What follows belongs to an exercise in optimizing a design on an open flow for small area, a short achievable clock period and few clock cycles per item; a production flow would make more cautious choices. Where RTL was checked, it was by simulation tests only, not by an equivalence proof against the original. Power figures rest on the tool's default switching activity, not on a simulated workload.

Setup of rev 12:
Design rs144_dec, start of the top module:
module rs144_dec (
  input  wire        clk,
  input  wire        rst,
  input  wire        in_valid,
  output wire        in_ready,
  input  wire [7:0]  in_data,
  output wire        out_valid,
  input  wire        out_ready,
  output wire        out_fail,
  output wire [2:0]  out_nerr,
  output wire [31:0] out_pos,
  output wire [31:0] out_val
);
  function automatic [7:0] gf_mul(input [7:0] a, input [7:0] b);
    integer i;
    reg [7:0] p, aa;
    begin
      p  = 8'h00;
      aa = a;
      for (i = 0; i < 8; i = i + 1) begin
        if (b[i]) p = p ^ aa;
        aa = {aa[6:0], 1'b0} ^ (aa[7] ? 8'h1D : 8'h00);
      end
      gf_mul = p;
    end
  endfunction
  function automatic [7:0] to_tower(input [7:0] a);
    begin
      to_tower = ({8{a[0]}} & 8'h01) ^ ({8{a[1]}} & 8'h2b) ^ ({8{a[2]}} & 8'h40) ^
                 ({8{a[3]}} & 8'h21) ^ ({8{a[4]}} & 8'h32) ^ ({8{a[5]}} & 8'hc1) ^
                 ({8{a[6]}} & 8'h48) ^ ({8{a[7]}} & 8'h16);
    end
  endfunction
  function automatic [7:0] from_tower(input [7:0] a);
    begin
      from_tower = ({8{a[0]}} & 8'h01) ^ ({8{a[1]}} & 8'h4e) ^ ({8{a[2]}} & 8'h99) ^
                   ({8{a[3]}} & 8'h44) ^ ({8{a[4]}} & 8'h57) ^ ({8{a[5]}} & 8'h09) ^
                   ({8{a[6]}} & 8'h04) ^ ({8{a[7]}} & 8'h25);
    end
  endfunction
  function automatic [3:0] g16_mul(input [3:0] a, input [3:0] b);
    integer i;
    reg [3:0] p, aa;
    begin
      p  = 4'h0;
      aa = a;
      for (i = 0; i < 4; i = i + 1) begin
        if (b[i]) p = p ^ aa;
        aa = {aa[2:0], 1'b0} ^ (aa[3] ? 4'h3 : 4'h0);
      end
      g16_mul = p;
    end
  endfunction
  function automatic [3:0] g16_inv(input [3:0] a);
    begin
      case (a)
        4'h0: g16_inv = 4'h0;  4'h1: g16_inv = 4'h1;  4'h2: g16_inv = 4'h9;  4'h3: g16_inv = 4'he;
        4'h4: g16_inv = 4'hd;  4'h5: g16_inv = 4'hb;  4'h6: g16_inv = 4'h7;  4'h7: g16_inv = 4'h6;
        4'h8: g16_inv = 4'hf;  4'h9: g16_inv = 4'h2;  4'ha: g16_inv = 4'hc;  4'hb: g16_inv = 4'h5;
  ...
==> flow/config.mk <==
export PLATFORM = sky130hd
export DESIGN_NAME = rs144_dec
export DESIGN_NICKNAME = rs144_dec
export VERILOG_FILES = /design/flow/design.v
export SDC_FILE = /design/flow/constraint.sdc
export NUM_CORES = 4
export LEC_CHECK = 0
export CAP_MARGIN = 20
export CORE_MARGIN = 2
export CORE_UTILIZATION = 60
export CTS_CLUSTER_DIAMETER = 100
export CTS_CLUSTER_SIZE = 20
export PLACE_DENSITY = 0.7
export SLEW_MARGIN = 20
==> flow/constraint.sdc <==
create_clock -name core_clock -period 10.0 [get_ports {clk}]
set_input_delay 2.0000 -clock core_clock [delete_from_list [all_inputs] [get_ports {clk}]]
set_output_delay 2.0000 -clock core_clock [all_outputs]
set_load 0.01 [all_outputs]
standard.sh (not shown) runs the stock make flow with config.mk's settings and CLKGATE_MAP_FILE= SYNTH_SCRIPT=/design/flow/synth_recipe.tcl, a recipe that flattens the netlist after the stock synthesis.
==> flow/flow/run.sh <==
#!/bin/bash
# Standard layout, with timing repair aimed below the design's period.
set -euo pipefail
bash standard.sh SETUP_SLACK_MARGIN=6.9 finish > flow_make.log 2>&1
Testbench counts of rev 12, summed over its fixed seeds: cycles 116,685, items 800.
Here is what was changed in the inputs of rev 13 compared with rev 12.
--- a/flow/design.v
+++ b/flow/design.v
@@ -95,35 +95,36 @@
   reg        in_rdy;         
   reg  [7:0] acnt;           
   reg        v_r, v_first, v_last;
   reg  [7:0] d_r;
   reg  [7:0] syn [0:7];
   reg  [2:0] bph, bph_nx;    
   localparam [2:0] B_IDLE = 3'd0, B_INIT = 3'd1, B_BM = 3'd2, B_OM = 3'd3,
                    B_DONE = 3'd4, B_HAND = 3'd5;
   wire       acc     = in_valid & in_rdy;
   wire [7:0] acnt_nx = acc ? ((acnt == 8'd143) ? 8'd0 : acnt + 8'd1) : acnt;
+  wire       alast_nx = acc ? (acnt == 8'd142) : (acnt == 8'd143);
   reg  [7:0] syn_nx [0:7];
   always @* begin
     for (i = 0; i < 8; i = i + 1)
       syn_nx[i] = (v_first ? 8'h00 : gf_mul(syn[i], alpha_pow(i))) ^ d_r;
   end
   wire       b_load = v_r & v_last;
   assign in_ready = in_rdy;
   always @(posedge clk) begin
     if (rst) begin
       acnt   <= 8'd0;
       in_rdy <= 1'b1;
       v_r    <= 1'b0;
     end else begin
       acnt   <= acnt_nx;
-      in_rdy <= ~((acnt_nx == 8'd143) && (bph_nx != B_IDLE));
+      in_rdy <= ~(alast_nx & (bph_nx != B_IDLE));
       v_r    <= acc;
     end
     d_r     <= in_data;
     v_first <= (acnt == 8'd0);
     v_last  <= (acnt == 8'd143);
     if (v_r)
       for (i = 0; i < 8; i = i + 1)
         syn[i] <= syn_nx[i];
   end
   reg  [7:0] S   [0:7];
==> run summary <==
- Global-route wire length before repair of rev 13 exceeds that of rev 12 by a few percent.
- Compared with rev 12, rev 13 shows overall power of the completed layout that has gone up slightly.
- Comparing critical path's largest stage delay for rev 13 and rev 12, the bigger number came from rev 13.
- Non-clock buffer count ended up 6.3% lower on rev 13 than on rev 12.
- Rev 12 was smaller in final cell area than rev 13.
- Total number of nets in the final design: rev 12 vs rev 13 — no meaningful difference
- Rev 12 → rev 13: post-synthesis simple-gate area fraction went down 0.99 points, synthesized cell count went up 0.32%, post-synthesis area per instance went up 0.15 um^2, final-layout fill cell count went up about 2.7%.
- Compared to rev 12, rev 13 has standby leakage power 2.1% higher.
- Rev 12 -> rev 13: required time at the worst-slack endpoint flat
- Rev 12 -> rev 13: aggregate routed wire length increased by a few percent
For rev 13, only the layout was checked, not whether the RTL still works.

==> port drivers added, routing unchanged <==
Ports are ideal in the flow. The routed layouts listed here were re-timed in OpenROAD.
Step 1, drivers: a clkbuf_16 drives clk and a buf_2 each remaining input, both assumed.
Step 2, shift: input delay + t, output delay - t, t = (earliest + latest rising clock arrival at the registers) / 2. This alone moves slack from input paths to output paths.
Slacks: no drivers / after step 1 / after step 2; pairs: no drivers / after step 1.
run | t (ns) | setup slack, ns | worst hold slack (ns) | worst slew at a driven data input, ns
rev 12 | 0.627 | 6.945 / 6.888 / 6.361 | 0.337 / 0.337 / 0.337 | 0.03
rev 13 | 0.632 | 6.931 / 6.877 / 6.420 | 0.338 / 0.338 / 0.338 | 0.03
After both steps every run listed still meets setup and hold. The setup slack of rev 12, which loses most, moves by -0.057 ns with the drivers and by -0.584 ns with both steps.
